This design comes from an exercise in tuning for small area on the open sky130 flow, not from production work. At most, simulation tests tie the RTL to the original design; equivalence was not proved. The RTL of run 3 was laid out without a check of its function.

## flow/design.v (module list and top-level ports; edited modules follow where they fit)
// module loop_engine: 770 lines
module loop_engine (
    input  wire        clk,
    input  wire        rst_n,
    input  wire        cfg_we,
    input  wire [5:0]  cfg_addr,
    input  wire [15:0] cfg_wdata,
    input  wire        start,
    input  wire [19:0] vref,
    input  wire [19:0] vctl,
    input  wire [15:0] vin_sample,
    input  wire [15:0] ff_pred,
    input  wire [3:0]  n_active,
    input  wire        mem_dom,
    output wire        done,
    output wire [15:0] u_q,
    output wire [14:0] ipk,
    output wire [11:0] duty,
    output wire        sat_hi,
    output wire        sat_lo
);
  // ...
==> flow/run.sh <==
#!/bin/bash
# synth_recipe.tcl (not shown) runs the flow's synth.tcl, then flattens the netlist and writes it again
# the make line also repeats each setting of config.mk as NAME=value (left out here)
make -C /OpenROAD-flow-scripts/flow DESIGN_CONFIG=/design/flow/config.mk WORK_HOME=/design/flow/orfs CLKGATE_MAP_FILE= SYNTH_SCRIPT=/design/flow/synth_recipe.tcl finish
==> flow/config.mk <==
export PLATFORM = sky130hd
export DESIGN_NAME = loop_engine
export DESIGN_NICKNAME = loop_engine
export VERILOG_FILES = /design/flow/design.v
export SDC_FILE = /design/flow/constraint.sdc
export NUM_CORES = 4
export LEC_CHECK = 0
export ABC_AREA = 1
export CAP_MARGIN = 20
export CORE_MARGIN = 2
export CORE_UTILIZATION = 40
export SLEW_MARGIN = 20
==> flow/constraint.sdc <==
create_clock -name core_clock -period 50.0 [get_ports {clk}]
set_input_delay 10.0000 -clock core_clock [delete_from_list [all_inputs] [get_ports {clk}]]
set_output_delay 10.0000 -clock core_clock [all_outputs]
set_load 0.01 [all_outputs]
==> run notes, run 1 <==
Setup CP Type=reg2reg; post-route insts no fill=7732; Remaining DRCs=0; CTS tree=yes; grt total ovfl=0; Post-synth EDFFs=721; status=complete, no violations; compound-cell area share of the yosys netlist=14.6%; largest buffer count on any clock path=3; largest family of logic cells by synthesized area=simple AND/OR/NAND/NOR gates; worst endpoint data arrival time=30.56 ns; Setup Skew=0.0457 ns; share of post-route cells with drive strength above 1=6.96%; Hold EP=iq[5]$_DFF_P_; critical path required time=50.52 ns; reg2reg start=kidx_r[4]$_DFFE_PP_; Synth warnings=1; CP startpoint=kidx_r[4]$_DFFE_PP_; biggest area consumer among synthesized cells=edfxtp_1; top cell category=multi-input combinational cells; commonest cells in the netlist=nand2_1, edfxtp_1, inv_1, o21ai_0, ha_1; Reg2Reg Setup Slack=19.96 ns; Routed Antenna Nets=0; met3 Use GR=3.59%; fin crit share=60.1%; gr busiest metal=met2; most frequent cell after synthesis=nand2_1; CP bufs+invs=28; Clock Tree Root=clkbuf_16; initial antenna violation count=2; WL/cell=21.7 um; RSZ-0062 raised after global routing=no
==> run 2, diff against run 1 <==
--- a/flow/design.v
+++ b/flow/design.v
@@ -28,18 +28,21 @@
     reg [14:0] int_lim;
     reg [12:0] vin_nom_l;    
     reg        ffv_en;
     reg        ffp_en;
     wire       a_hi = cfg_we & (cfg_addr[5:3] == 3'b100);
     wire       a_41 = cfg_we & (cfg_addr == 6'd41);
     wire       a_40 = cfg_we & (cfg_addr == 6'd40);
     wire signed [15:0] wd_s = cfg_wdata;
-    wire ok_outmin = wd_s < $signed(out_max);
-    wire ok_outmax = wd_s > $signed(out_min);
+    wire [16:0] cmp_wmax, cmp_wmin;
+    le_add #(17) u_cwmax (.a({cfg_wdata[15], cfg_wdata}), .b(~{out_max[15], out_max}), .ci(1'b1), .s(cmp_wmax), .co());
+    le_add #(17) u_cwmin (.a({out_min[15], out_min}), .b(~{cfg_wdata[15], cfg_wdata}), .ci(1'b1), .s(cmp_wmin), .co());
+    wire ok_outmin = cmp_wmax[16];      
+    wire ok_outmax = cmp_wmin[16];      
     wire ok_vinnom = (cfg_wdata >= 16'd29000) && (cfg_wdata <= 16'd36000);
     always @(posedge clk) begin
         if (!rst_n || (a_hi && cfg_addr[2:0] == 3'd0 && !cfg_wdata[15]))
             ki <= rst_n ? cfg_wdata[14:0] : 15'h0800;
         if (!rst_n || (a_hi && cfg_addr[2:0] == 3'd1 && cfg_wdata[15:4] == 12'd0))
             ki_shift <= rst_n ? cfg_wdata[3:0] : 4'd4;
         if (!rst_n || (a_hi && cfg_addr[2:0] == 3'd2))
             kd <= rst_n ? cfg_wdata : 16'h0800;
@@ -56,32 +59,50 @@
         if (!rst_n || (a_40 && ok_vinnom))
             vin_nom_l <= rst_n ? cfg_wdata[12:0] : 13'h00E8;    
         if (!rst_n || a_41) begin
             ffv_en <= rst_n ? cfg_wdata[0] : 1'b1;
             ffp_en <= rst_n ? cfg_wdata[1] : 1'b1;
         end
     end
     wire [15:0] vin_nom = {~vin_nom_l[12], vin_nom_l[12], vin_nom_l[12], vin_nom_l};
-    reg  [4:0]  kidx_r;
-    wire [15:0] kp_or [0:32];
-    assign kp_or[0] = 16'd0;
+    reg  [4:0]  kt;
+    always @(posedge clk)
+        if (!rst_n) kt <= 5'd0;
+        else        kt <= kt + 5'd1;
+    wire [4:0]  kwp;
+    le_add #(5) u_kwp (.a(cfg_addr[4:0]), .b(kt), .ci(1'b1), .s(kwp), .co());
+    wire        kwe = cfg_we & !cfg_addr[5];
+    wire [15:0] kq [0:31];
     genvar gi;
     generate
         for (gi = 0; gi < 32; gi = gi + 1) begin : g_kp
             localparam [15:0] DEF = (gi < 2) ? 16'h0400 : (gi < 4) ? 16'h0600 :
                                     (gi < 8) ? 16'h0800 : (gi < 16) ? 16'h0C00 : 16'h1000;
-            reg [15:0] v;
+            localparam [15:0] POL = (gi % 2) ? 16'hFFFF : 16'h0000;
+            reg  [15:0] v;
+            wire        ld = !rst_n || (kwe && kwp == gi);
             always @(posedge clk)
-                if (!rst_n || (cfg_we && cfg_addr == gi))
-                    v <= rst_n ? cfg_wdata : DEF;
-            assign kp_or[gi + 1] = kp_or[gi] | (v & {16{kidx_r == gi}});
+                v <= ld ? ((rst_n ? cfg_wdata : DEF) ^ POL) : ~kq[(gi + 31) % 32];
+            assign kq[gi] = v;
         end
     endgenerate
-    wire [15:0] kp = kp_or[32];
+    reg  [4:0]  kidx_r;
+    reg  [15:0] kp_r;
+    wire [4:0]  kidx_s;
+    wire [4:0]  krp;
+    le_add #(5) u_krp (.a(kidx_s), .b(kt), .ci(1'b0), .s(krp), .co());
+    wire [15:0] ktap = ({16{krp[4:2] == 3'd0}} & kq[0])
+                     | ({16{krp[4:2] == 3'd1}} & kq[4])
+                     | ({16{krp[4:2] == 3'd2}} & kq[8])
+                     | ({16{krp[4:2] == 3'd3}} & kq[12])
+                     | ({16{krp[4:2] == 3'd4}} & kq[16])
+                     | ({16{krp[4:2] == 3'd5}} & kq[20])
+                     | ({16{krp[4:2] == 3'd6}} & kq[24])
+                     | ({16{krp[4:2] == 3'd7}} & kq[28]);
     reg [3:0] cnt;
     always @(posedge clk) begin
         if (!rst_n)
             cnt <= 4'd0;
         else if (start)
             cnt <= 4'd1;
         else if (cnt == 4'd8)
             cnt <= 4'd0;
@@ -92,79 +113,240 @@
     wire c2 = (cnt == 4'd2);
     wire c3 = (cnt == 4'd3);
     wire c4 = (cnt == 4'd4);
     wire c5 = (cnt == 4'd5);
     wire c6 = (cnt == 4'd6);
     wire c7 = (cnt == 4'd7);
     wire c8 = (cnt == 4'd8);
     assign done = c8;
-    wire [20:0] vdiff = {1'b0, vref} - {1'b0, vctl};
+    wire [20:0] vdiff;
+    le_add #(21) u_vdiff (.a({1'b0, vref}), .b(~{1'b0, vctl}), .ci(1'b1), .s(vdiff), .co());
     wire [15:0] e_n = (!vdiff[20] && (vdiff[19:15] != 5'd0))  ? 16'h7FFF :
                       ( vdiff[20] && (vdiff[19:15] != 5'h1F)) ? 16'h8000 : vdiff[15:0];
     reg  [15:0] e_r;
     reg  [15:0] ep;       
     reg  [15:0] ffp_r;
     reg  [3:0]  n_r;
     reg         mem_r;
-    wire [16:0] ediff = {e_n[15], e_n} - {ep[15], ep};
+    wire [16:0] ediff;
+    le_add #(17) u_ediff (.a({e_n[15], e_n}), .b(~{ep[15], ep}), .ci(1'b1), .s(ediff), .co());
     wire [15:0] de_n  = (ediff[16] != ediff[15]) ? {ediff[16], {15{~ediff[16]}}} : ediff[15:0];
     wire [5:0]  eneg  = {1'b0, ~e_n[14:10]} + {5'd0, (e_n[9:0] == 10'd0)};
     wire [4:0]  kidx_n = !e_n[15] ? e_n[14:10] : (eneg[5] ? 5'd31 : eneg[4:0]);
+    assign kidx_s = start ? kidx_n : kidx_r;
     always @(posedge clk) begin
         if (start) begin
             e_r    <= e_n;
             kidx_r <= kidx_n;
             ffp_r  <= ffp_en ? ff_pred : 16'd0;
             n_r    <= n_active;
             mem_r  <= mem_dom;
         end
+        if ((start | c1 | c2 | c3) && krp[1:0] == 2'd0)
+            kp_r <= ktap;
     end
-    wire [16:0] z = {1'b0, vin_nom} + 17'd10000 - {1'b0, vin_sample};
+    wire [16:0] vn10, z;
+    le_add #(17) u_vn10 (.a({1'b0, vin_nom}), .b(17'd10001), .ci(1'b0), .s(vn10), .co());
+    le_add #(17) u_z (.a(vn10), .b({1'b1, ~vin_sample}), .ci(1'b0), .s(z), .co());
     wire dlo_n = z[16];
     wire dhi_n = !z[16] && (z[15:0] >= 16'd20000);
-    function [11:0] dstep;       
-        input [10:0] r;
-        input        b;
-        reg   [11:0] t;
-        begin
-            t = {r, b};
-            if (t >= 12'd1250) dstep = {1'b1, t[10:0] - 11'd1250};
-            else               dstep = {1'b0, t[10:0]};
-        end
-    endfunction
     reg  [10:0] dr;
     reg  [15:0] dq;
     reg         dlo, dhi;
     wire [10:0] dr_in = start ? z[14:4] : dr;
     wire [3:0]  db    = start ? z[3:0] : c1 ? 4'b0010 : c2 ? 4'b0111 : 4'b0001;
-    wire [11:0] ds1 = dstep(dr_in,     db[3]);
-    wire [11:0] ds2 = dstep(ds1[10:0], db[2]);
-    wire [11:0] ds3 = dstep(ds2[10:0], db[1]);
-    wire [11:0] ds4 = dstep(ds3[10:0], db[0]);
+    wire [11:0] ds1, ds2, ds3, ds4;
+    le_dstep u_ds1 (.r(dr_in),     .b(db[3]), .o(ds1));
+    le_dstep u_ds2 (.r(ds1[10:0]), .b(db[2]), .o(ds2));
+    le_dstep u_ds3 (.r(ds2[10:0]), .b(db[1]), .o(ds3));
+    le_dstep u_ds4 (.r(ds3[10:0]), .b(db[0]), .o(ds4));
     always @(posedge clk) begin
         dr <= ds4[10:0];
         dq <= {dq[11:0], ds1[11], ds2[11], ds3[11], ds4[11]};
         if (start) begin
             dlo <= dlo_n;
             dhi <= dhi_n;
         end
     end
     wire [15:0] dvin = dhi ? 16'h7FFF : dlo ? 16'h8000 : {~dq[15], dq[14:0]};
     wire cki = c1 | c6;
     wire [16:0] ma = ({17{cki}} & {2'b0, ki})
-                   | ({17{c2}}  & {1'b0, kp})
-                   | ({17{c3}}  & {1'b0, kd})
+                   | ({17{c2}}  & {1'b0, kd})
+                   | ({17{c3}}  & {3'b0, k_pred})
                    | ({17{c4}}  & {k_vin[15], k_vin})
-                   | ({17{c5}}  & {3'b0, k_pred});
-    wire [15:0] mb = ({16{cki | c2}} & e_r)
-                   | ({16{c3}} & ep)
-                   | ({16{c4}} & (ffv_en ? dvin : 16'd0))
-                   | ({16{c5}} & ffp_r);
+                   | ({17{c5}}  & {1'b0, kp_r});
+    wire [15:0] mb = ({16{cki | c5}} & e_r)
+                   | ({16{c2}} & ep)
+                   | ({16{c3}} & ffp_r)
+                   | ({16{c4}} & (ffv_en ? dvin : 16'd0));
     wire [32:0] mp;
+    le_mul u_mul (.ma(ma), .mb(mb), .mp(mp));
+    reg  [31:0] i_acc;
+    wire [32:0] fl_i;
+    wire        inc_up;
+    le_shr u_shr (.p(mp[31:0]), .sh(ki_shift), .f(fl_i), .up(inc_up));
+    wire        inc_neg = fl_i[32] & !((&fl_i) & inc_up);
+    wire [32:0] raw;
+    le_add #(33) u_raw (.a({i_acc[31], i_acc}), .b(fl_i), .ci(inc_up), .s(raw), .co());
+    wire [17:0] lim18 = {3'b000, int_lim};
+    wire [17:0] c_rh, c_rl, c_ih, c_il;
+    le_add #(18) u_crh (.a({raw[32], raw[32:16]}), .b(~lim18), .ci(|raw[15:0]), .s(c_rh), .co());
+    le_add #(18) u_crl (.a({raw[32], raw[32:16]}), .b(lim18),  .ci(1'b0), .s(c_rl), .co());
+    le_add #(18) u_cih (.a({{2{i_acc[31]}}, i_acc[31:16]}), .b(~lim18), .ci(|i_acc[15:0]), .s(c_ih), .co());
+    le_add #(18) u_cil (.a({{2{i_acc[31]}}, i_acc[31:16]}), .b(lim18),  .ci(1'b0), .s(c_il), .co());
+    wire raw_hi  = !c_rh[17];      
+    wire raw_lo  =  c_rl[17];      
+    wire iacc_hi = !c_ih[17];
+    wire iacc_lo =  c_il[17];
+    wire [15:0] nlim;              
+    le_add #(16) u_nlim (.a(~{1'b0, int_lim}), .b(16'd0), .ci(1'b1), .s(nlim), .co());
+    wire inr     = !iacc_hi && !iacc_lo;
+    wire sel_lp  = inr & raw_hi;
+    wire sel_ln  = inr & raw_lo;
+    wire sel_raw = inr ? (!raw_hi && !raw_lo) : (iacc_hi == inc_neg);
+    wire sel_old = !inr && (iacc_hi != inc_neg);
+    wire [31:0] i_new = ({32{sel_raw}} & raw[31:0])
+                      | ({32{sel_old}} & i_acc)
+                      | ({32{sel_lp}}  & {1'b0, int_lim, 16'd0})
+                      | ({32{sel_ln}}  & {nlim, 16'd0});
+    reg  [37:0] acc;
+    wire [37:0] addend = c4 ? {{4{mp[32]}}, mp, 1'b0} : {mp[32], mp, 4'b0};
+    wire [37:0] acc_sum;
+    le_add #(38) u_acc (.a(acc), .b(addend), .ci(1'b0), .s(acc_sum), .co());
+    always @(posedge clk) begin
+        if (c1)
+            acc <= {{6{i_new[31]}}, i_new};
+        else if (c2 | c3 | c4 | c5)
+            acc <= acc_sum;
+    end
+    wire [21:0] afl = acc[37:16];
+    wire        a_up = acc[15] & ((|acc[14:0]) | afl[0]);
+    wire [21:0] arn;
+    le_add #(22) u_arn (.a(afl), .b(22'd0), .ci(a_up), .s(arn), .co());
+    wire [15:0] un  = (!arn[21] && (arn[20:15] != 6'd0))  ? 16'h7FFF :
+                      ( arn[21] && (arn[20:15] != 6'h3F)) ? 16'h8000 : arn[15:0];
+    wire [16:0] c_lh, c_ll;
+    le_add #(17) u_clh (.a({out_max[15], out_max}), .b(~{un[15], un}), .ci(1'b1), .s(c_lh), .co());
+    le_add #(17) u_cll (.a({un[15], un}), .b(~{out_min[15], out_min}), .ci(1'b1), .s(c_ll), .co());
+    wire lim_hi = c_lh[16];        
+    wire lim_lo = c_ll[16];        
+    wire [15:0] u = lim_hi ? out_max : lim_lo ? out_min : un;
+    wire windup = (lim_hi && !e_r[15] && (e_r != 16'd0)) || (lim_lo && e_r[15]);
+    always @(posedge clk) begin
+        if (!rst_n) begin
+            i_acc <= 32'd0;
+            ep    <= 16'd0;
+        end else begin
+            if (c6 && !windup)
+                i_acc <= i_new;
+            if (start)
+                ep <= de_n;
+            else if (c6)
+                ep <= e_r;
+        end
+    end
+    reg  [3:0] ir;
+    reg  [9:0] iq;
+    wire [3:0] ir_in = c6 ? 4'd0 : ir;
+    wire [4:0] ib = c6 ? u[14:10] : c7 ? u[9:5] : u[4:0];
+    wire [4:0] is1;
+    le_istep u_is1 (.r(ir_in), .b(ib[4]), .n(n_r), .o(is1));
+    wire [4:0] is2;
+    le_istep u_is2 (.r(is1[3:0]), .b(ib[3]), .n(n_r), .o(is2));
+    wire [4:0] is3;
+    le_istep u_is3 (.r(is2[3:0]), .b(ib[2]), .n(n_r), .o(is3));
+    wire [4:0] is4;
+    le_istep u_is4 (.r(is3[3:0]), .b(ib[1]), .n(n_r), .o(is4));
+    wire [4:0] is5;
+    le_istep u_is5 (.r(is4[3:0]), .b(ib[0]), .n(n_r), .o(is5));
+    wire [4:0] iqb = {is1[4], is2[4], is3[4], is4[4], is5[4]};
+    always @(posedge clk) begin
+        ir <= is5[3:0];
+        iq <= {iq[4:0], iqb};
+    end
+    wire [14:0] q_all = {iq, iqb};
+    wire        r_nz  = (is5[3:0] != 4'd0);
+    wire [14:0] qq    = mem_r ? {1'b0, q_all[14:1]} : {2'b0, q_all[14:2]};
+    wire        i_up  = mem_r ? (q_all[0] & (r_nz | qq[0]))
+                              : (q_all[1] & (q_all[0] | r_nz | qq[0]));
+    wire [14:0] ipk_v;
+    le_add #(15) u_ipk (.a(qq), .b(15'd0), .ci(i_up), .s(ipk_v), .co());
+    assign ipk = (u[15] || n_r == 4'd0) ? 15'd0 : ipk_v;
+    wire [12:0] du_fl = u[15:3];
+    wire        du_up = u[2] & ((u[1:0] != 2'd0) | du_fl[0]);
+    wire [13:0] du_rn;
+    le_add #(14) u_du (.a({du_fl[12], du_fl}), .b(14'd0), .ci(du_up), .s(du_rn), .co());
+    assign duty = du_rn[13] ? 12'd0 : du_rn[12] ? 12'd4095 : du_rn[11:0];
+    assign u_q    = u;
+    assign sat_hi = lim_hi;
+    assign sat_lo = lim_lo;
+endmodule
+module le_add #(parameter W = 8) (
+    input  wire [W-1:0] a,
+    input  wire [W-1:0] b,
+    input  wire         ci,
+    output wire [W-1:0] s,
+    output wire         co
+);
+    wire [W:0] c;
+    assign c[0] = ci;
+    genvar i;
+    generate
+        for (i = 0; i < W; i = i + 1) begin : g
+            assign s[i]   = a[i] ^ b[i] ^ c[i];
+            assign c[i+1] = (a[i] & b[i]) | (a[i] & c[i]) | (b[i] & c[i]);
+        end
+    endgenerate
+    assign co = c[W];
+endmodule
+module le_dstep (
+    input  wire [10:0] r,
+    input  wire        b,
+    output wire [11:0] o
+);
+    wire [11:0] d;
+    wire        ge;
+    le_add #(12) u_d (.a({r, b}), .b(12'd2846), .ci(1'b0), .s(d), .co(ge));
+    assign o = {ge, ge ? d[10:0] : {r[9:0], b}};
+endmodule
+module le_istep (
+    input  wire [3:0] r,
+    input  wire       b,
+    input  wire [3:0] n,
+    output wire [4:0] o
+);
+    wire [4:0] d;
+    wire       ge;
+    le_add #(5) u_d (.a({r, b}), .b(~{1'b0, n}), .ci(1'b1), .s(d), .co(ge));
+    assign o = {ge, ge ? d[3:0] : {r[2:0], b}};
+endmodule
+module le_shr (
+    input  wire [31:0] p,
+    input  wire [3:0]  sh,
+    output wire [32:0] f,
+    output wire        up
+);
+    wire [33:0] x0 = {p, 2'b00};
+    wire [33:0] x1 = sh[3] ? {{8{x0[33]}}, x0[33:8]} : x0;
+    wire        st1 = sh[3] & (|x0[7:0]);
+    wire [33:0] x2 = sh[2] ? {{4{x1[33]}}, x1[33:4]} : x1;
+    wire        st2 = st1 | (sh[2] & (|x1[3:0]));
+    wire [33:0] x3 = sh[1] ? {{2{x2[33]}}, x2[33:2]} : x2;
+    wire        st3 = st2 | (sh[1] & (|x2[1:0]));
+    wire [33:0] x4 = sh[0] ? {x3[33], x3[33:1]} : x3;
+    wire        st4 = st3 | (sh[0] & x3[0]);
+    assign f = x4[33:1];
+    assign up = x4[0] & (st4 | x4[1]);
+endmodule
+module le_mul (
+    input  wire [16:0] ma,
+    input  wire [15:0] mb,
+    output wire [32:0] mp
+);
 wire bm_neg0 = mb[1];
 wire bm_one0 = mb[0] ^ 1'b0;
 wire bm_two0 = (mb[1] & ~mb[0] & ~1'b0) | (~mb[1] & mb[0] & 1'b0);
 wire bm_pp0_0 = ((bm_one0 & ma[0])) ^ bm_neg0;
 wire bm_pp0_1 = ((bm_one0 & ma[1]) | (bm_two0 & ma[0])) ^ bm_neg0;
 wire bm_pp0_2 = ((bm_one0 & ma[2]) | (bm_two0 & ma[1])) ^ bm_neg0;
 wire bm_pp0_3 = ((bm_one0 & ma[3]) | (bm_two0 & ma[2])) ^ bm_neg0;
 wire bm_pp0_4 = ((bm_one0 & ma[4]) | (bm_two0 & ma[3])) ^ bm_neg0;
@@ -660,111 +842,9 @@
 assign mp[25] = bm_289;
 assign mp[26] = bm_291;
 assign mp[27] = bm_293;
 assign mp[28] = bm_295;
 assign mp[29] = bm_297;
 assign mp[30] = bm_299;
 assign mp[31] = bm_301;
 assign mp[32] = bm_303;
-    reg  [31:0] i_acc;
-    wire [33:0] x0 = {mp[31:0], 2'b00};
-    wire [33:0] x1 = ki_shift[3] ? {{8{x0[33]}}, x0[33:8]} : x0;
-    wire        st1 = ki_shift[3] & (|x0[7:0]);
-    wire [33:0] x2 = ki_shift[2] ? {{4{x1[33]}}, x1[33:4]} : x1;
-    wire        st2 = st1 | (ki_shift[2] & (|x1[3:0]));
-    wire [33:0] x3 = ki_shift[1] ? {{2{x2[33]}}, x2[33:2]} : x2;
-    wire        st3 = st2 | (ki_shift[1] & (|x2[1:0]));
-    wire [33:0] x4 = ki_shift[0] ? {x3[33], x3[33:1]} : x3;
-    wire        st4 = st3 | (ki_shift[0] & x3[0]);
-    wire [32:0] fl_i = x4[33:1];
-    wire        inc_up = x4[0] & (st4 | x4[1]);
-    wire        inc_neg = fl_i[32] & !((&fl_i) & inc_up);
-    wire [32:0] raw = {i_acc[31], i_acc} + fl_i + {32'd0, inc_up};
-    wire signed [32:0] lim_p = {2'b00, int_lim, 16'd0};
-    wire signed [32:0] lim_n = -lim_p;
-    wire iacc_hi = $signed({i_acc[31], i_acc}) > lim_p;
-    wire iacc_lo = $signed({i_acc[31], i_acc}) < lim_n;
-    wire raw_hi  = $signed(raw) > lim_p;
-    wire raw_lo  = $signed(raw) < lim_n;
-    reg  [31:0] i_new;
-    always @(*) begin
-        if (!iacc_hi && !iacc_lo) begin
-            if (raw_hi)      i_new = lim_p[31:0];
-            else if (raw_lo) i_new = lim_n[31:0];
-            else             i_new = raw[31:0];
-        end else if (iacc_hi == inc_neg) begin
-            i_new = raw[31:0];
-        end else begin
-            i_new = i_acc;
-        end
-    end
-    reg  [37:0] acc;
-    wire [37:0] addend = c4 ? {{4{mp[32]}}, mp, 1'b0} : {mp[32], mp, 4'b0};
-    wire [37:0] acc_sum = acc + addend;
-    always @(posedge clk) begin
-        if (c1)
-            acc <= {{6{i_new[31]}}, i_new};
-        else if (c2 | c3 | c4 | c5)
-            acc <= acc_sum;
-    end
-    wire [21:0] afl = acc[37:16];
-    wire        a_up = acc[15] & ((|acc[14:0]) | afl[0]);
-    wire [21:0] arn = afl + {21'd0, a_up};
-    wire [15:0] un  = (!arn[21] && (arn[20:15] != 6'd0))  ? 16'h7FFF :
-                      ( arn[21] && (arn[20:15] != 6'h3F)) ? 16'h8000 : arn[15:0];
-    wire lim_hi = $signed(un) > $signed(out_max);
-    wire lim_lo = $signed(un) < $signed(out_min);
-    wire [15:0] u = lim_hi ? out_max : lim_lo ? out_min : un;
-    wire windup = (lim_hi && !e_r[15] && (e_r != 16'd0)) || (lim_lo && e_r[15]);
-    always @(posedge clk) begin
-        if (!rst_n) begin
-            i_acc <= 32'd0;
-            ep    <= 16'd0;
-        end else begin
-            if (c6 && !windup)
-                i_acc <= i_new;
-            if (start)
-                ep <= de_n;
-            else if (c6)
-                ep <= e_r;
-        end
-    end
-    function [4:0] istep;        
-        input [3:0] r;
-        input       b;
-        input [3:0] n;
-        reg   [4:0] t;
-        begin
-            t = {r, b};
-            if (t >= {1'b0, n}) istep = {1'b1, t[3:0] - n};
-            else                istep = {1'b0, t[3:0]};
-        end
-    endfunction
-    reg  [3:0] ir;
-    reg  [9:0] iq;
-    wire [3:0] ir_in = c6 ? 4'd0 : ir;
-    wire [4:0] ib = c6 ? u[14:10] : c7 ? u[9:5] : u[4:0];
-    wire [4:0] is1 = istep(ir_in,     ib[4], n_r);
-    wire [4:0] is2 = istep(is1[3:0],  ib[3], n_r);
-    wire [4:0] is3 = istep(is2[3:0],  ib[2], n_r);
-    wire [4:0] is4 = istep(is3[3:0],  ib[1], n_r);
-    wire [4:0] is5 = istep(is4[3:0],  ib[0], n_r);
-    wire [4:0] iqb = {is1[4], is2[4], is3[4], is4[4], is5[4]};
-    always @(posedge clk) begin
-        ir <= is5[3:0];
-        iq <= {iq[4:0], iqb};
-    end
-    wire [14:0] q_all = {iq, iqb};
-    wire        r_nz  = (is5[3:0] != 4'd0);
-    wire [14:0] qq    = mem_r ? {1'b0, q_all[14:1]} : {2'b0, q_all[14:2]};
-    wire        i_up  = mem_r ? (q_all[0] & (r_nz | qq[0]))
-                              : (q_all[1] & (q_all[0] | r_nz | qq[0]));
-    wire [14:0] ipk_v = qq + {14'd0, i_up};
-    assign ipk = (u[15] || n_r == 4'd0) ? 15'd0 : ipk_v;
-    wire [12:0] du_fl = u[15:3];
-    wire        du_up = u[2] & ((u[1:0] != 2'd0) | du_fl[0]);
-    wire [13:0] du_rn = {du_fl[12], du_fl} + {13'd0, du_up};
-    assign duty = du_rn[13] ? 12'd0 : du_rn[12] ? 12'd4095 : du_rn[11:0];
-    assign u_q    = u;
-    assign sat_hi = lim_hi;
-    assign sat_lo = lim_lo;
 endmodule
==> run notes, run 2 <==
status=complete, no violations; CTS Buf Count=88; vias in the first global route=36192; reg2reg start=cnt[0]$_SDFFE_PN0P_; effective utilization at floorplan=40.2%; Crit Path Max Fanout=31; share of post-route cells with drive strength above 1=6.76% (-0.21 points); PostCTS Resize Cnt=0; dpl cells=6913; Cells after Synth=5460; Die Span X=343 um; post-placement cell area=0.0490 mm2; Routed Antenna Nets=0 (unchanged); most frequent cell after synthesis=nand2_1; I/O Pins=149; Cell Area, Synth=0.0459 mm2; top cell type's share of synthesized area=26.8%; Post-synth EDFFs=220 (-69%); measured slew at the worst slew-check pin=1.04 ns; Clock Tree Root=clkbuf_16; Setup Skew=0.0768 ns (+0.0311 ns); fin crit share=61.8% (+1.7 points); clock sink total=835; area grow syn2layout=13.3%; first-pass GRT wire length=220 mm; R2R depth=116; commonest cells in the netlist=nand2_1, o21ai_0, inv_1, dfxtp_1, fa_1; initial antenna violation count=2 (unchanged); Antenna diodes=0; Finished Cell Area=0.0520 mm2; Largest Register=g_kp.v; GRT Total Usage=24.3%; CTS tree=yes; post-route insts no fill=7078 (-8.5%); R2R Path End=acc[34]$_DFFE_PP_; top post-synthesis cells by area=dfxtp_1, edfxtp_1, fa_1; IO buf count=148; post-synth net total=5978; RSZ-0062 raised after global routing=no; Max Fclk=0.0324 GHz; Rel. slew slack=30.3%; H-tree levels=3; largest net degree at the start of global routing=70; Largest register FFs=512; nets=6010; Largest stage delay, worst path=0.78 ns; Worst path slowest cell=nor3_4; HP Class=reg2reg; Final Critical Period=30.88 ns; biggest area consumer among synthesized cells=dfxtp_1; GP Congestion=0.902; Via density=5.34; commonest non-fill, non-tap cell in the layout=nand2_1; most frequent cells in the layout=nand2_1, o21ai_0, inv_1, dfxtp_1, fa_1; number of DRC markers in iteration 0=3333; final setup vio count=0; worst endpoint data arrival time=31.37 ns (+0.81 ns); Hold Path Stages=0; WL/cell=20.3 um (-6.4%); async set or reset register ratio after synthesis=0%; Final Slew Violations=0; num rows=124; Hold EP=iq[9]$_DFF_P_; hold_buf cts=0; full die area=0.118 mm2; Core Area=0.114 mm2; crit end category=flop; largest buffer count on any clock path=3 (unchanged); Fin Setup TNS=0 ns; #FFs+latches synth=835; WL final=144 mm; final hold violations=0; Setup CP Type=reg2reg; Synth warnings=1 (unchanged); leading registers by flop count=g_kp.v x512, acc x38, i_acc x32; post-synthesis sequential area ratio=41.2%; grt total ovfl=0 (unchanged); distinct cell type count after synthesis=72; Clock Latency Late Sink=0.70 ns; fillcell total=11186; DIE HEIGHT=343 um; Setup crit start kind=flop; vias post-DR=37794; CTS clock-pin slew for the worst setup and hold paths=0.06 ns; Post-CTS Setup Inserts=0; syn avg cell area=8.41 um2; Top FF cell, synth=dfxtp_1; Reg2Reg Setup Slack=19.12 ns (-0.84 ns); critical path required time=50.49 ns (-0.03 ns); Remaining DRCs=0 (unchanged); crit-path most repeated cell=fa_1; max-cap violations=0; Hold Startpoint=iq[4]$_DFF_P_; Hold WS=0.348 ns; dpl hpwl=102 mm; drt first pass iters=6
## run 2: cell types whose count changed in the layout (fill, tap and decap cells not counted), moves of 72 or more
cell	change
o22ai_1	+163
nand4_1	-72
nand3_1	-125
edfxtp_1	-501
a21oi_1	-208
nand2_1	+101
a22o_1	-126
ha_1	-164
nor2_1	-114
o21ai_0	+406
fa_1	+126
dfxtp_1	+522
## run 2: cell families after synthesis
logic type               synth area share (%)
flip-flops                               41.2
AO/OA/AOI/OAI                            16.8
XOR/XNOR                                 2.93
other                                 0.00816
adder cells (fa/ha/maj)                  15.4
buffers and inverters                    8.02
AND/OR/NAND/NOR                          15.1
multiplexers                            0.523
## run 2: per-layer routing
layer  wire (um)  part of all wire, %  global-route usage, %  up-vias
met1       62000                   43                   32.6    18048
li1            -                    -                      -    18124
met5          27                0.019                      0        -
met4        5240                  3.6                   8.42        4
met3        9480                  6.6                   3.41      240
met2       67000                   47                   40.1     1378
## run 2: worst max path at each step
stage | cells past startpoint | slack [ns] | start | endpoint
after floorplan | 116 | 21.84 | cnt[0]$_SDFFE_PN0P_ | acc[21]$_DFFE_PP_
after global placement | 118 | 19.33 | cnt[0]$_SDFFE_PN0P_ | acc[35]$_DFFE_PP_
after detailed placement | 118 | 18.91 | cnt[0]$_SDFFE_PN0P_ | acc[35]$_DFFE_PP_
after CTS | 118 | 18.85 | cnt[0]$_SDFFE_PN0P_ | acc[35]$_DFFE_PP_
after global routing | 116 | 17.13 | cnt[0]$_SDFFE_PN0P_ | acc[35]$_DFFE_PP_
final | 116 | 19.12 | cnt[0]$_SDFFE_PN0P_ | acc[34]$_DFFE_PP_
## run 2: critical path, delay by kind of cell, from the launching register on
| family | cells | cell delay [ns] |
|---|---|---|
| adder cells (fa/ha/maj) | 61 | 22.86 |
| buffers and inverters | 30 | 2.99 |
| AO/OA/AOI/OAI | 5 | 0.66 |
| flip-flops | 1 | 0.41 |
| XOR/XNOR | 3 | 0.65 |
| AND/OR/NAND/NOR | 17 | 3.12 |
## run 2: stage by stage
step / util (%) / worst slack [ns]
finish: 45.6 / 19.12
floorplan: - / 21.84
global placement: 42.9 / 19.33
global route: 45.6 / 17.13
detailed placement: 42.9 / 18.91
CTS: 45.6 / 18.85
## run 2: cell type report
type / count / area (um2) / area share, %
clock buffer: 129 / 2630 / 5.05
clock inverter: 35 / 368 / 0.707
inverter: 666 / 2500 / 4.81
multi-input combinational: 3662 / 23500 / 45.2
sequential: 835 / 18900 / 36.4
tap: 1512 / 1890 / 3.64
timing repair buffer: 239 / 2190 / 4.21
==> module loop_engine, before the edit <==
module loop_engine (
    input  wire        clk,
    input  wire        rst_n,
    input  wire        cfg_we,
    input  wire [5:0]  cfg_addr,
    input  wire [15:0] cfg_wdata,
    input  wire        start,
    input  wire [19:0] vref,
    input  wire [19:0] vctl,
    input  wire [15:0] vin_sample,
    input  wire [15:0] ff_pred,
    input  wire [3:0]  n_active,
    input  wire        mem_dom,
    output wire        done,
    output wire [15:0] u_q,
    output wire [14:0] ipk,
    output wire [11:0] duty,
    output wire        sat_hi,
    output wire        sat_lo
);
    reg [14:0] ki;
    reg [3:0]  ki_shift;
    reg [15:0] kd;
    reg [15:0] k_vin;
    reg [13:0] k_pred;
    reg [15:0] out_min;
    reg [15:0] out_max;
    reg [14:0] int_lim;
    reg [12:0] vin_nom_l;    
    reg        ffv_en;
    reg        ffp_en;
    wire       a_hi = cfg_we & (cfg_addr[5:3] == 3'b100);
    wire       a_41 = cfg_we & (cfg_addr == 6'd41);
    wire       a_40 = cfg_we & (cfg_addr == 6'd40);
    wire signed [15:0] wd_s = cfg_wdata;
    wire [16:0] cmp_wmax, cmp_wmin;
    le_add #(17) u_cwmax (.a({cfg_wdata[15], cfg_wdata}), .b(~{out_max[15], out_max}), .ci(1'b1), .s(cmp_wmax), .co());
    le_add #(17) u_cwmin (.a({out_min[15], out_min}), .b(~{cfg_wdata[15], cfg_wdata}), .ci(1'b1), .s(cmp_wmin), .co());
    wire ok_outmin = cmp_wmax[16];      
    wire ok_outmax = cmp_wmin[16];      
    wire ok_vinnom = (cfg_wdata >= 16'd29000) && (cfg_wdata <= 16'd36000);
    always @(posedge clk) begin
        if (!rst_n || (a_hi && cfg_addr[2:0] == 3'd0 && !cfg_wdata[15]))
            ki <= rst_n ? cfg_wdata[14:0] : 15'h0800;
        if (!rst_n || (a_hi && cfg_addr[2:0] == 3'd1 && cfg_wdata[15:4] == 12'd0))
            ki_shift <= rst_n ? cfg_wdata[3:0] : 4'd4;
        if (!rst_n || (a_hi && cfg_addr[2:0] == 3'd2))
            kd <= rst_n ? cfg_wdata : 16'h0800;
        if (!rst_n || (a_hi && cfg_addr[2:0] == 3'd3))
            k_vin <= rst_n ? cfg_wdata : 16'h0000;
        if (!rst_n || (a_hi && cfg_addr[2:0] == 3'd4 && cfg_wdata <= 16'h2000))
            k_pred <= rst_n ? cfg_wdata[13:0] : 14'h1000;
        if (!rst_n || (a_hi && cfg_addr[2:0] == 3'd5 && ok_outmin))
            out_min <= rst_n ? cfg_wdata : 16'h0000;
        if (!rst_n || (a_hi && cfg_addr[2:0] == 3'd6 && ok_outmax))
            out_max <= rst_n ? cfg_wdata : 16'h7FFF;
        if (!rst_n || (a_hi && cfg_addr[2:0] == 3'd7 && !cfg_wdata[15]))
            int_lim <= rst_n ? cfg_wdata[14:0] : 15'h7000;
        if (!rst_n || (a_40 && ok_vinnom))
            vin_nom_l <= rst_n ? cfg_wdata[12:0] : 13'h00E8;    
        if (!rst_n || a_41) begin
            ffv_en <= rst_n ? cfg_wdata[0] : 1'b1;
            ffp_en <= rst_n ? cfg_wdata[1] : 1'b1;
        end
    end
    wire [15:0] vin_nom = {~vin_nom_l[12], vin_nom_l[12], vin_nom_l[12], vin_nom_l};
    reg  [4:0]  kt;
    always @(posedge clk)
        if (!rst_n) kt <= 5'd0;
        else        kt <= kt + 5'd1;
    wire [4:0]  kwp;
    le_add #(5) u_kwp (.a(cfg_addr[4:0]), .b(kt), .ci(1'b1), .s(kwp), .co());
    wire        kwe = cfg_we & !cfg_addr[5];
    wire [15:0] kq [0:31];
    genvar gi;
    generate
        for (gi = 0; gi < 32; gi = gi + 1) begin : g_kp
            localparam [15:0] DEF = (gi < 2) ? 16'h0400 : (gi < 4) ? 16'h0600 :
                                    (gi < 8) ? 16'h0800 : (gi < 16) ? 16'h0C00 : 16'h1000;
            localparam [15:0] POL = (gi % 2) ? 16'hFFFF : 16'h0000;
            reg  [15:0] v;
            wire        ld = !rst_n || (kwe && kwp == gi);
            always @(posedge clk)
                v <= ld ? ((rst_n ? cfg_wdata : DEF) ^ POL) : ~kq[(gi + 31) % 32];
            assign kq[gi] = v;
        end
    endgenerate
    reg  [4:0]  kidx_r;
    reg  [15:0] kp_r;
    wire [4:0]  kidx_s;
    wire [4:0]  krp;
    le_add #(5) u_krp (.a(kidx_s), .b(kt), .ci(1'b0), .s(krp), .co());
    wire [15:0] ktap = ({16{krp[4:2] == 3'd0}} & kq[0])
                     | ({16{krp[4:2] == 3'd1}} & kq[4])
                     | ({16{krp[4:2] == 3'd2}} & kq[8])
                     | ({16{krp[4:2] == 3'd3}} & kq[12])
                     | ({16{krp[4:2] == 3'd4}} & kq[16])
                     | ({16{krp[4:2] == 3'd5}} & kq[20])
                     | ({16{krp[4:2] == 3'd6}} & kq[24])
                     | ({16{krp[4:2] == 3'd7}} & kq[28]);
    reg [3:0] cnt;
    always @(posedge clk) begin
        if (!rst_n)
            cnt <= 4'd0;
        else if (start)
            cnt <= 4'd1;
        else if (cnt == 4'd8)
            cnt <= 4'd0;
        else if (cnt != 4'd0)
            cnt <= cnt + 4'd1;
    end
    wire c1 = (cnt == 4'd1);
    wire c2 = (cnt == 4'd2);
    wire c3 = (cnt == 4'd3);
    wire c4 = (cnt == 4'd4);
    wire c5 = (cnt == 4'd5);
    wire c6 = (cnt == 4'd6);
    wire c7 = (cnt == 4'd7);
    wire c8 = (cnt == 4'd8);
    assign done = c8;
    wire [20:0] vdiff;
    le_add #(21) u_vdiff (.a({1'b0, vref}), .b(~{1'b0, vctl}), .ci(1'b1), .s(vdiff), .co());
    wire [15:0] e_n = (!vdiff[20] && (vdiff[19:15] != 5'd0))  ? 16'h7FFF :
                      ( vdiff[20] && (vdiff[19:15] != 5'h1F)) ? 16'h8000 : vdiff[15:0];
    reg  [15:0] e_r;
    reg  [15:0] ep;       
    reg  [15:0] ffp_r;
    reg  [3:0]  n_r;
    reg         mem_r;
    wire [16:0] ediff;
    le_add #(17) u_ediff (.a({e_n[15], e_n}), .b(~{ep[15], ep}), .ci(1'b1), .s(ediff), .co());
    wire [15:0] de_n  = (ediff[16] != ediff[15]) ? {ediff[16], {15{~ediff[16]}}} : ediff[15:0];
    wire [5:0]  eneg  = {1'b0, ~e_n[14:10]} + {5'd0, (e_n[9:0] == 10'd0)};
    wire [4:0]  kidx_n = !e_n[15] ? e_n[14:10] : (eneg[5] ? 5'd31 : eneg[4:0]);
    assign kidx_s = start ? kidx_n : kidx_r;
    always @(posedge clk) begin
        if (start) begin
            e_r    <= e_n;
            kidx_r <= kidx_n;
            ffp_r  <= ffp_en ? ff_pred : 16'd0;
            n_r    <= n_active;
            mem_r  <= mem_dom;
        end
        if ((start | c1 | c2 | c3) && krp[1:0] == 2'd0)
            kp_r <= ktap;
    end
    wire [16:0] vn10, z;
    le_add #(17) u_vn10 (.a({1'b0, vin_nom}), .b(17'd10001), .ci(1'b0), .s(vn10), .co());
    le_add #(17) u_z (.a(vn10), .b({1'b1, ~vin_sample}), .ci(1'b0), .s(z), .co());
    wire dlo_n = z[16];
    wire dhi_n = !z[16] && (z[15:0] >= 16'd20000);
    reg  [10:0] dr;
    reg  [15:0] dq;
    reg         dlo, dhi;
    wire [10:0] dr_in = start ? z[14:4] : dr;
    wire [3:0]  db    = start ? z[3:0] : c1 ? 4'b0010 : c2 ? 4'b0111 : 4'b0001;
    wire [11:0] ds1, ds2, ds3, ds4;
    le_dstep u_ds1 (.r(dr_in),     .b(db[3]), .o(ds1));
    le_dstep u_ds2 (.r(ds1[10:0]), .b(db[2]), .o(ds2));
    le_dstep u_ds3 (.r(ds2[10:0]), .b(db[1]), .o(ds3));
    le_dstep u_ds4 (.r(ds3[10:0]), .b(db[0]), .o(ds4));
    always @(posedge clk) begin
        dr <= ds4[10:0];
        dq <= {dq[11:0], ds1[11], ds2[11], ds3[11], ds4[11]};
        if (start) begin
            dlo <= dlo_n;
            dhi <= dhi_n;
        end
    end
    wire [15:0] dvin = dhi ? 16'h7FFF : dlo ? 16'h8000 : {~dq[15], dq[14:0]};
    wire cki = c1 | c6;
    wire [16:0] ma = ({17{cki}} & {2'b0, ki})
                   | ({17{c2}}  & {1'b0, kd})
                   | ({17{c3}}  & {3'b0, k_pred})
                   | ({17{c4}}  & {k_vin[15], k_vin})
                   | ({17{c5}}  & {1'b0, kp_r});
    wire [15:0] mb = ({16{cki | c5}} & e_r)
                   | ({16{c2}} & ep)
                   | ({16{c3}} & ffp_r)
                   | ({16{c4}} & (ffv_en ? dvin : 16'd0));
    wire [32:0] mp;
    le_mul u_mul (.ma(ma), .mb(mb), .mp(mp));
    reg  [31:0] i_acc;
    wire [32:0] fl_i;
    wire        inc_up;
    le_shr u_shr (.p(mp[31:0]), .sh(ki_shift), .f(fl_i), .up(inc_up));
    wire        inc_neg = fl_i[32] & !((&fl_i) & inc_up);
    wire [32:0] raw;
    le_add #(33) u_raw (.a({i_acc[31], i_acc}), .b(fl_i), .ci(inc_up), .s(raw), .co());
    wire [17:0] lim18 = {3'b000, int_lim};
    wire [17:0] c_rh, c_rl, c_ih, c_il;
    le_add #(18) u_crh (.a({raw[32], raw[32:16]}), .b(~lim18), .ci(|raw[15:0]), .s(c_rh), .co());
    le_add #(18) u_crl (.a({raw[32], raw[32:16]}), .b(lim18),  .ci(1'b0), .s(c_rl), .co());
    le_add #(18) u_cih (.a({{2{i_acc[31]}}, i_acc[31:16]}), .b(~lim18), .ci(|i_acc[15:0]), .s(c_ih), .co());
    le_add #(18) u_cil (.a({{2{i_acc[31]}}, i_acc[31:16]}), .b(lim18),  .ci(1'b0), .s(c_il), .co());
    wire raw_hi  = !c_rh[17];      
    wire raw_lo  =  c_rl[17];      
    wire iacc_hi = !c_ih[17];
    wire iacc_lo =  c_il[17];
    wire [15:0] nlim;              
    le_add #(16) u_nlim (.a(~{1'b0, int_lim}), .b(16'd0), .ci(1'b1), .s(nlim), .co());
    wire inr     = !iacc_hi && !iacc_lo;
    wire sel_lp  = inr & raw_hi;
    wire sel_ln  = inr & raw_lo;
    wire sel_raw = inr ? (!raw_hi && !raw_lo) : (iacc_hi == inc_neg);
    wire sel_old = !inr && (iacc_hi != inc_neg);
    wire [31:0] i_new = ({32{sel_raw}} & raw[31:0])
                      | ({32{sel_old}} & i_acc)
                      | ({32{sel_lp}}  & {1'b0, int_lim, 16'd0})
                      | ({32{sel_ln}}  & {nlim, 16'd0});
    reg  [37:0] acc;
    wire [37:0] addend = c4 ? {{4{mp[32]}}, mp, 1'b0} : {mp[32], mp, 4'b0};
    wire [37:0] acc_sum;
    le_add #(38) u_acc (.a(acc), .b(addend), .ci(1'b0), .s(acc_sum), .co());
    always @(posedge clk) begin
        if (c1)
            acc <= {{6{i_new[31]}}, i_new};
        else if (c2 | c3 | c4 | c5)
            acc <= acc_sum;
    end
    wire [21:0] afl = acc[37:16];
    wire        a_up = acc[15] & ((|acc[14:0]) | afl[0]);
    wire [21:0] arn;
    le_add #(22) u_arn (.a(afl), .b(22'd0), .ci(a_up), .s(arn), .co());
    wire [15:0] un  = (!arn[21] && (arn[20:15] != 6'd0))  ? 16'h7FFF :
                      ( arn[21] && (arn[20:15] != 6'h3F)) ? 16'h8000 : arn[15:0];
    wire [16:0] c_lh, c_ll;
    le_add #(17) u_clh (.a({out_max[15], out_max}), .b(~{un[15], un}), .ci(1'b1), .s(c_lh), .co());
    le_add #(17) u_cll (.a({un[15], un}), .b(~{out_min[15], out_min}), .ci(1'b1), .s(c_ll), .co());
    wire lim_hi = c_lh[16];        
    wire lim_lo = c_ll[16];        
    wire [15:0] u = lim_hi ? out_max : lim_lo ? out_min : un;
    wire windup = (lim_hi && !e_r[15] && (e_r != 16'd0)) || (lim_lo && e_r[15]);
    always @(posedge clk) begin
        if (!rst_n) begin
            i_acc <= 32'd0;
            ep    <= 16'd0;
        end else begin
            if (c6 && !windup)
                i_acc <= i_new;
            if (start)
                ep <= de_n;
            else if (c6)
                ep <= e_r;
        end
    end
    reg  [3:0] ir;
    reg  [9:0] iq;
    wire [3:0] ir_in = c6 ? 4'd0 : ir;
    wire [4:0] ib = c6 ? u[14:10] : c7 ? u[9:5] : u[4:0];
    wire [4:0] is1;
    le_istep u_is1 (.r(ir_in), .b(ib[4]), .n(n_r), .o(is1));
    wire [4:0] is2;
    le_istep u_is2 (.r(is1[3:0]), .b(ib[3]), .n(n_r), .o(is2));
    wire [4:0] is3;
    le_istep u_is3 (.r(is2[3:0]), .b(ib[2]), .n(n_r), .o(is3));
    wire [4:0] is4;
    le_istep u_is4 (.r(is3[3:0]), .b(ib[1]), .n(n_r), .o(is4));
    wire [4:0] is5;
    le_istep u_is5 (.r(is4[3:0]), .b(ib[0]), .n(n_r), .o(is5));
    wire [4:0] iqb = {is1[4], is2[4], is3[4], is4[4], is5[4]};
    always @(posedge clk) begin
        ir <= is5[3:0];
        iq <= {iq[4:0], iqb};
    end
    wire [14:0] q_all = {iq, iqb};
    wire        r_nz  = (is5[3:0] != 4'd0);
    wire [14:0] qq    = mem_r ? {1'b0, q_all[14:1]} : {2'b0, q_all[14:2]};
    wire        i_up  = mem_r ? (q_all[0] & (r_nz | qq[0]))
                              : (q_all[1] & (q_all[0] | r_nz | qq[0]));
    wire [14:0] ipk_v;
    le_add #(15) u_ipk (.a(qq), .b(15'd0), .ci(i_up), .s(ipk_v), .co());
    assign ipk = (u[15] || n_r == 4'd0) ? 15'd0 : ipk_v;
    wire [12:0] du_fl = u[15:3];
    wire        du_up = u[2] & ((u[1:0] != 2'd0) | du_fl[0]);
    wire [13:0] du_rn;
    le_add #(14) u_du (.a({du_fl[12], du_fl}), .b(14'd0), .ci(du_up), .s(du_rn), .co());
    assign duty = du_rn[13] ? 12'd0 : du_rn[12] ? 12'd4095 : du_rn[11:0];
    assign u_q    = u;
    assign sat_hi = lim_hi;
    assign sat_lo = lim_lo;
endmodule
==> run 3, diff against run 2 <==
--- a/flow/design.v
+++ b/flow/design.v
@@ -87,8 +87,7 @@
     endgenerate
     reg  [4:0]  kidx_r;
-    reg  [15:0] kp_r;
-    wire [4:0]  kidx_s;
     wire [4:0]  krp;
-    le_add #(5) u_krp (.a(kidx_s), .b(kt), .ci(1'b0), .s(krp), .co());
+    le_add #(5) u_krp (.a(kidx_r), .b(kt), .ci(1'b0), .s(krp), .co());
+    wire        kmatch = (krp[1:0] == 2'd0);
     wire [15:0] ktap = ({16{krp[4:2] == 3'd0}} & kq[0])
                      | ({16{krp[4:2] == 3'd1}} & kq[4])
@@ -133,5 +132,4 @@
     wire [5:0]  eneg  = {1'b0, ~e_n[14:10]} + {5'd0, (e_n[9:0] == 10'd0)};
     wire [4:0]  kidx_n = !e_n[15] ? e_n[14:10] : (eneg[5] ? 5'd31 : eneg[4:0]);
-    assign kidx_s = start ? kidx_n : kidx_r;
     always @(posedge clk) begin
         if (start) begin
@@ -142,10 +140,81 @@
             mem_r  <= mem_dom;
         end
-        if ((start | c1 | c2 | c3) && krp[1:0] == 2'd0)
-            kp_r <= ktap;
     end
-    wire [16:0] vn10, z;
-    le_add #(17) u_vn10 (.a({1'b0, vin_nom}), .b(17'd10001), .ci(1'b0), .s(vn10), .co());
-    le_add #(17) u_z (.a(vn10), .b({1'b1, ~vin_sample}), .ci(1'b0), .s(z), .co());
+    wire [16:0] z;
+wire zh_1 = ~(vin_nom[0] ^ ~vin_sample[0]);
+wire zh_2 = vin_nom[0] | ~vin_sample[0];
+wire zh_3 = vin_nom[1] ^ ~vin_sample[1] ^ zh_2;
+wire zh_4 = (vin_nom[1] & ~vin_sample[1]) | (vin_nom[1] & zh_2) | (~vin_sample[1] & zh_2);
+wire zh_5 = vin_nom[2] ^ ~vin_sample[2] ^ zh_4;
+wire zh_6 = (vin_nom[2] & ~vin_sample[2]) | (vin_nom[2] & zh_4) | (~vin_sample[2] & zh_4);
+wire zh_7 = vin_nom[3] ^ ~vin_sample[3] ^ zh_6;
+wire zh_8 = (vin_nom[3] & ~vin_sample[3]) | (vin_nom[3] & zh_6) | (~vin_sample[3] & zh_6);
+wire zh_9 = vin_nom[4] ^ ~vin_sample[4] ^ zh_8;
+wire zh_10 = (vin_nom[4] & ~vin_sample[4]) | (vin_nom[4] & zh_8) | (~vin_sample[4] & zh_8);
+wire zh_11 = vin_nom[5] ^ ~vin_sample[5] ^ zh_10;
+wire zh_12 = (vin_nom[5] & ~vin_sample[5]) | (vin_nom[5] & zh_10) | (~vin_sample[5] & zh_10);
+wire zh_13 = vin_nom[6] ^ ~vin_sample[6] ^ zh_12;
+wire zh_14 = (vin_nom[6] & ~vin_sample[6]) | (vin_nom[6] & zh_12) | (~vin_sample[6] & zh_12);
+wire zh_15 = vin_nom[7] ^ ~vin_sample[7] ^ zh_14;
+wire zh_16 = (vin_nom[7] & ~vin_sample[7]) | (vin_nom[7] & zh_14) | (~vin_sample[7] & zh_14);
+wire zh_17 = vin_nom[8] ^ ~vin_sample[8] ^ zh_16;
+wire zh_18 = (vin_nom[8] & ~vin_sample[8]) | (vin_nom[8] & zh_16) | (~vin_sample[8] & zh_16);
+wire zh_19 = vin_nom[9] ^ ~vin_sample[9] ^ zh_18;
+wire zh_20 = (vin_nom[9] & ~vin_sample[9]) | (vin_nom[9] & zh_18) | (~vin_sample[9] & zh_18);
+wire zh_21 = vin_nom[10] ^ ~vin_sample[10] ^ zh_20;
+wire zh_22 = (vin_nom[10] & ~vin_sample[10]) | (vin_nom[10] & zh_20) | (~vin_sample[10] & zh_20);
+wire zh_23 = vin_nom[11] ^ ~vin_sample[11] ^ zh_22;
+wire zh_24 = (vin_nom[11] & ~vin_sample[11]) | (vin_nom[11] & zh_22) | (~vin_sample[11] & zh_22);
+wire zh_25 = vin_nom[12] ^ ~vin_sample[12] ^ zh_24;
+wire zh_26 = (vin_nom[12] & ~vin_sample[12]) | (vin_nom[12] & zh_24) | (~vin_sample[12] & zh_24);
+wire zh_27 = vin_nom[13] ^ ~vin_sample[13] ^ zh_26;
+wire zh_28 = (vin_nom[13] & ~vin_sample[13]) | (vin_nom[13] & zh_26) | (~vin_sample[13] & zh_26);
+wire zh_29 = vin_nom[14] ^ ~vin_sample[14] ^ zh_28;
+wire zh_30 = (vin_nom[14] & ~vin_sample[14]) | (vin_nom[14] & zh_28) | (~vin_sample[14] & zh_28);
+wire zh_31 = vin_nom[15] ^ ~vin_sample[15] ^ zh_30;
+wire zh_32 = (vin_nom[15] & ~vin_sample[15]) | (vin_nom[15] & zh_30) | (~vin_sample[15] & zh_30);
+wire zh_33 = 1'b1 ^ zh_9;
+wire zh_34 = 1'b1 & zh_9;
+wire zh_35 = zh_11 ^ zh_34;
+wire zh_36 = zh_11 & zh_34;
+wire zh_37 = zh_13 ^ zh_36;
+wire zh_38 = zh_13 & zh_36;
+wire zh_39 = zh_15 ^ zh_38;
+wire zh_40 = zh_15 & zh_38;
+wire zh_41 = 1'b1 ^ zh_17 ^ zh_40;
+wire zh_42 = (1'b1 & zh_17) | (1'b1 & zh_40) | (zh_17 & zh_40);
+wire zh_43 = 1'b1 ^ zh_19 ^ zh_42;
+wire zh_44 = (1'b1 & zh_19) | (1'b1 & zh_42) | (zh_19 & zh_42);
+wire zh_45 = 1'b1 ^ zh_21 ^ zh_44;
+wire zh_46 = (1'b1 & zh_21) | (1'b1 & zh_44) | (zh_21 & zh_44);
+wire zh_47 = zh_23 ^ zh_46;
+wire zh_48 = zh_23 & zh_46;
+wire zh_49 = zh_25 ^ zh_48;
+wire zh_50 = zh_25 & zh_48;
+wire zh_51 = 1'b1 ^ zh_27 ^ zh_50;
+wire zh_52 = (1'b1 & zh_27) | (1'b1 & zh_50) | (zh_27 & zh_50);
+wire zh_53 = zh_29 ^ zh_52;
+wire zh_54 = zh_29 & zh_52;
+wire zh_55 = zh_31 ^ zh_54;
+wire zh_56 = zh_31 & zh_54;
+wire zh_57 = zh_32 ^ 1'b1 ^ zh_56;
+wire zh_58 = (zh_32 & 1'b1) | (zh_32 & zh_56) | (1'b1 & zh_56);
+assign z[0] = zh_1;
+assign z[1] = zh_3;
+assign z[2] = zh_5;
+assign z[3] = zh_7;
+assign z[4] = zh_33;
+assign z[5] = zh_35;
+assign z[6] = zh_37;
+assign z[7] = zh_39;
+assign z[8] = zh_41;
+assign z[9] = zh_43;
+assign z[10] = zh_45;
+assign z[11] = zh_47;
+assign z[12] = zh_49;
+assign z[13] = zh_51;
+assign z[14] = zh_53;
+assign z[15] = zh_55;
+assign z[16] = zh_57;
     wire dlo_n = z[16];
     wire dhi_n = !z[16] && (z[15:0] >= 16'd20000);
@@ -162,5 +231,6 @@
     always @(posedge clk) begin
         dr <= ds4[10:0];
-        dq <= {dq[11:0], ds1[11], ds2[11], ds3[11], ds4[11]};
+        if (start | c1 | c2 | c3)
+            dq <= {dq[11:0], ds1[11], ds2[11], ds3[11], ds4[11]};
         if (start) begin
             dlo <= dlo_n;
@@ -169,33 +239,46 @@
     end
     wire [15:0] dvin = dhi ? 16'h7FFF : dlo ? 16'h8000 : {~dq[15], dq[14:0]};
+    reg  [1:0] op;
+    wire       slot = c2 | c3 | c4 | c5;
+    wire       sp1  = slot & kmatch;
+    wire       so   = slot & !kmatch;
+    wire       sp2  = so & (op == 2'd0);
+    wire       sp4  = so & (op == 2'd1);
+    wire       sp3  = so & (op == 2'd2);
+    always @(posedge clk)
+        if (start)   op <= 2'd0;
+        else if (so) op <= op + 2'd1;
     wire cki = c1 | c6;
-    wire [16:0] ma = ({17{cki}} & {2'b0, ki})
-                   | ({17{c2}}  & {1'b0, kd})
-                   | ({17{c3}}  & {3'b0, k_pred})
-                   | ({17{c4}}  & {k_vin[15], k_vin})
-                   | ({17{c5}}  & {1'b0, kp_r});
-    wire [15:0] mb = ({16{cki | c5}} & e_r)
-                   | ({16{c2}} & ep)
-                   | ({16{c3}} & ffp_r)
-                   | ({16{c4}} & (ffv_en ? dvin : 16'd0));
+    wire [16:0] ma = ({17{cki &  ki_shift[0]}} & {2'b0, ki})
+                   | ({17{cki & !ki_shift[0]}} & {1'b0, ki, 1'b0})
+                   | ({17{sp2}} & {1'b0, kd})
+                   | ({17{sp4}} & {3'b0, k_pred})
+                   | ({17{sp3}} & {k_vin[15], k_vin})
+                   | ({17{sp1}} & {1'b0, ktap});
+    wire [15:0] mb = ({16{cki | sp1}} & e_r)
+                   | ({16{sp2}} & ep)
+                   | ({16{sp4}} & ffp_r)
+                   | ({16{sp3}} & (ffv_en ? dvin : 16'd0));
     wire [32:0] mp;
     le_mul u_mul (.ma(ma), .mb(mb), .mp(mp));
     reg  [31:0] i_acc;
-    wire [32:0] fl_i;
+    wire [31:0] fl_i;
     wire        inc_up;
-    le_shr u_shr (.p(mp[31:0]), .sh(ki_shift), .f(fl_i), .up(inc_up));
-    wire        inc_neg = fl_i[32] & !((&fl_i) & inc_up);
+    le_shr u_shr (.p(mp[31:0]), .sh(ki_shift[3:1]), .f(fl_i), .up(inc_up));
+    wire        inc_neg = fl_i[31] & !((&fl_i) & inc_up);
     wire [32:0] raw;
-    le_add #(33) u_raw (.a({i_acc[31], i_acc}), .b(fl_i), .ci(inc_up), .s(raw), .co());
+    le_add #(33) u_raw (.a({i_acc[31], i_acc}), .b({fl_i[31], fl_i}), .ci(inc_up), .s(raw), .co());
     wire [17:0] lim18 = {3'b000, int_lim};
-    wire [17:0] c_rh, c_rl, c_ih, c_il;
+    wire [17:0] c_rh, c_rl;
     le_add #(18) u_crh (.a({raw[32], raw[32:16]}), .b(~lim18), .ci(|raw[15:0]), .s(c_rh), .co());
     le_add #(18) u_crl (.a({raw[32], raw[32:16]}), .b(lim18),  .ci(1'b0), .s(c_rl), .co());
-    le_add #(18) u_cih (.a({{2{i_acc[31]}}, i_acc[31:16]}), .b(~lim18), .ci(|i_acc[15:0]), .s(c_ih), .co());
-    le_add #(18) u_cil (.a({{2{i_acc[31]}}, i_acc[31:16]}), .b(lim18),  .ci(1'b0), .s(c_il), .co());
     wire raw_hi  = !c_rh[17];      
     wire raw_lo  =  c_rl[17];      
-    wire iacc_hi = !c_ih[17];
-    wire iacc_lo =  c_il[17];
+    reg  iacc_hi, iacc_lo;
+    always @(posedge clk)
+        if (!(cki | c2 | c3 | c4 | c5)) begin
+            iacc_hi <= raw_hi;
+            iacc_lo <= raw_lo;
+        end
     wire [15:0] nlim;              
     le_add #(16) u_nlim (.a(~{1'b0, int_lim}), .b(16'd0), .ci(1'b1), .s(nlim), .co());
@@ -210,5 +293,6 @@
                       | ({32{sel_ln}}  & {nlim, 16'd0});
     reg  [37:0] acc;
-    wire [37:0] addend = c4 ? {{4{mp[32]}}, mp, 1'b0} : {mp[32], mp, 4'b0};
+    wire [37:0] addend = ({38{sp3}} & {{4{mp[32]}}, mp, 1'b0})
+                       | ({38{slot & !sp3}} & {mp[32], mp, 4'b0});
     wire [37:0] acc_sum;
     le_add #(38) u_acc (.a(acc), .b(addend), .ci(1'b0), .s(acc_sum), .co());
@@ -216,6 +300,6 @@
         if (c1)
             acc <= {{6{i_new[31]}}, i_new};
-        else if (c2 | c3 | c4 | c5)
-            acc <= acc_sum;
+        else
+            acc <= acc_sum;        
     end
     wire [21:0] afl = acc[37:16];
@@ -322,19 +406,17 @@
 module le_shr (
     input  wire [31:0] p,
-    input  wire [3:0]  sh,
-    output wire [32:0] f,
+    input  wire [2:0]  sh,
+    output wire [31:0] f,
     output wire        up
 );
-    wire [33:0] x0 = {p, 2'b00};
-    wire [33:0] x1 = sh[3] ? {{8{x0[33]}}, x0[33:8]} : x0;
-    wire        st1 = sh[3] & (|x0[7:0]);
-    wire [33:0] x2 = sh[2] ? {{4{x1[33]}}, x1[33:4]} : x1;
-    wire        st2 = st1 | (sh[2] & (|x1[3:0]));
-    wire [33:0] x3 = sh[1] ? {{2{x2[33]}}, x2[33:2]} : x2;
-    wire        st3 = st2 | (sh[1] & (|x2[1:0]));
-    wire [33:0] x4 = sh[0] ? {x3[33], x3[33:1]} : x3;
-    wire        st4 = st3 | (sh[0] & x3[0]);
-    assign f = x4[33:1];
-    assign up = x4[0] & (st4 | x4[1]);
+    wire [32:0] x0 = {p, 1'b0};
+    wire [32:0] x1 = sh[2] ? {{8{x0[32]}}, x0[32:8]} : x0;
+    wire        st1 = sh[2] & (|x0[7:0]);
+    wire [32:0] x2 = sh[1] ? {{4{x1[32]}}, x1[32:4]} : x1;
+    wire        st2 = st1 | (sh[1] & (|x1[3:0]));
+    wire [32:0] x3 = sh[0] ? {{2{x2[32]}}, x2[32:2]} : x2;
+    wire        st3 = st2 | (sh[0] & (|x2[1:0]));
+    assign f  = x3[32:1];
+    assign up = x3[0] & (st3 | x3[1]);
 endmodule
 module le_mul (
--- a/flow/config.mk
+++ b/flow/config.mk
@@ -10,3 +10,5 @@
 export CORE_MARGIN = 2
 export CORE_UTILIZATION = 40
+export CTS_BUF_LIST = sky130_fd_sc_hd__clkbuf_4
+export CTS_CLUSTER_SIZE = 20
 export SLEW_MARGIN = 20
==> run notes, run 3 <==
number of DRC markers in iteration 0=3908 (+17%); most frequent cell after synthesis=nand2_1; Clock Tree Root=clkbuf_4; fillcell total=11003 (-1.6%); vias in the first global route=37376 (+3.3%); share of post-route cells with drive strength above 1=9.26% (+2.5 points); Max Fclk=0.0318 GHz (-1.9%); full die area=0.116 mm2 (-1.2%); #FFs+latches synth=823 (-1.4%); Top FF cell, synth=dfxtp_1; Largest stage delay, worst path=0.78 ns (about the same); largest buffer count on any clock path=3 (unchanged); Crit Path Max Fanout=31 (unchanged); WL/cell=20.1 um (-1.1%); effective utilization at floorplan=40.3% (+0.11 points); Via density=5.29 (-0.99%); fin crit share=62.9% (+1.2 points); H-tree levels=4 (+1); WL final=148 mm (+3.0%); PostCTS Resize Cnt=0 (unchanged); Largest Register=g_kp.v; CTS tree=yes; Final Critical Period=31.47 ns (+0.593 ns); family with the most delay on the worst path=adder cells; Synth warnings=1 (unchanged); leading registers by flop count=g_kp.v x512, acc x38, i_acc x32; Rel. slew slack=28.8% (-1.6 points); commonest non-fill, non-tap cell in the layout=nand2_1; top cell type's share of synthesized area=27.9% (+1.1 points); Final Slew Violations=0 (unchanged); hold_buf cts=0 (unchanged); Largest register FFs=512 (unchanged); Worst path slowest cell=nor2_2; final hold violations=0 (unchanged); final setup vio count=0 (unchanged); drt first pass iters=6 (unchanged); Setup Skew=0.0684 ns (-0.00839 ns); worst endpoint data arrival time=32.53 ns (+1.16 ns); DIE HEIGHT=341 um (-0.61%); Cells after Synth=5505 (+0.82%); most frequent cells in the layout=nand2_1, inv_1, o21ai_0, dfxtp_1, clkbuf_4; CTS Buf Count=213 (+140%); initial antenna violation count=13 (+11); final core utilization=45.6% (about the same); distinct cell type count after synthesis=72 (unchanged); Post-synth EDFFs=190 (-14%); Stages on worst setup path=111 (-4.3%); CTS clock-pin slew for the worst setup and hold paths=0.07 ns (about the same); top post-synthesis cells by area=dfxtp_1, edfxtp_1, nand2_1; nets=6204 (+3.2%); largest net degree at the start of global routing=71 (+1.4%); vias post-DR=38954 (+3.1%); first-pass GRT wire length=226 mm (+2.8%); crit-path most repeated cell=fa_1; area grow syn2layout=13.0%; status=complete, no violations; async set or reset register ratio after synthesis=0% (unchanged); Multi-input gate area=0.0231 mm2 (-1.9%); Clock Latency Late Sink=1.17 ns (+0.47 ns); post-synthesis sequential area ratio=40.5% (-0.68 points); Cell Area, Synth=0.0454 mm2 (-1.2%); Routed Antenna Nets=0 (unchanged)
-- run 3: cell count changes in the layout (fill, tap and decap cells not counted), moves of 35 or more --
| cell | before | now |
|---|---|---|
| clkinv_1 | 27 | 70 |
| a31oi_1 | 46 | 11 |
| o21ai_1 | 56 | 21 |
| o21ai_0 | 800 | 676 |
| clkbuf_4 | 0 | 307 |
| nand3_1 | 107 | 142 |
| clkbuf_16 | 91 | 0 |
| inv_1 | 617 | 728 |
| nand2_1 | 1308 | 1409 |
-- run 3: worst paths after layout --
check / start / endpoint / slack (ns)
min: iq[4]$_DFF_P_ / iq[9]$_DFF_P_ / 0.35
max: kidx_r[0]$_DFFE_PP_ / acc[32]$_DFF_P_ / 18.53
min reg2reg: iq[4]$_DFF_P_ / iq[9]$_DFF_P_ / 0.35
max reg2reg: kidx_r[0]$_DFFE_PP_ / acc[32]$_DFF_P_ / 18.53
-- run 3: routing by layer --
metal  vias up  share of wire [%]  global-route usage, %
li1      18439                  -                      -
met1     18457                 42                   33.2
met2      1720                 46                   40.4
met3       338                8.3                   4.96
met4         0                4.4                   11.9
met5         -                  0                      0
-- run 3: cells by family after synthesis --
family	share of synthesized area, %
compound gates	15.1
xor+xnor	2.99
fa+ha+maj	15.7
buf+inv	8.94
flops	40.5
mux	0.441
simple gates	16.4
-- run 3: final cells by class --
| cell class | count | share of cell area, % |
|---|---|---|
| diodes | 16 | 0.0781 |
| flip-flops and latches | 823 | 35.8 |
| clock buffers | 307 | 4.49 |
| well taps | 1500 | 3.66 |
| clock inverters | 76 | 0.869 |
| inverters | 777 | 5.69 |
| repair buffers | 249 | 4.36 |
| multi-input cells | 3620 | 45.0 |
-- run 3: stage by stage --
stage                     setup WS, ns  instance area (um2)  instances
after floorplan                  21.16                45400       5505
after global placement           18.81                48500       6968
after detailed placement         18.46                48500       6968
after CTS                        18.43                51200       7351
after global routing             16.66                51300       7367
final                            18.53                51300       7368

static timing again, ports no longer ideal:
No port has a modelled driver above. Below, the same layouts with a new extraction and two added sets of constraints. Step 1 (the two cells are an assumption about what drives the block):
set clk [get_ports {clk}]
set_driving_cell -lib_cell sky130_fd_sc_hd__clkbuf_16 $clk
set_driving_cell -lib_cell sky130_fd_sc_hd__buf_2 [delete_from_list [all_inputs] $clk]
Step 2 times the ports against the registers' clock, not the clock port: input delays grow and output delays shrink by t, the midpoint of the rising clock arrivals with the driver on. a / b / c = ideal ports / drivers / drivers and shift; a / b = the first two.
run	t (ns)	setup slack, ns	worst hold slack (ns)	clock arrival spread, ns
run 1	0.766	19.961 / 19.961 / 19.961	0.351 / 0.351 / 0.351	0.045 / 0.046
run 2	0.735	19.119 / 19.119 / 19.119	0.348 / 0.348 / 0.348	0.077 / 0.078
run 3	1.204	18.527 / 18.527 / 18.527	0.349 / 0.349 / 0.349	0.083 / 0.083
After both steps setup and hold are still met in every run listed.
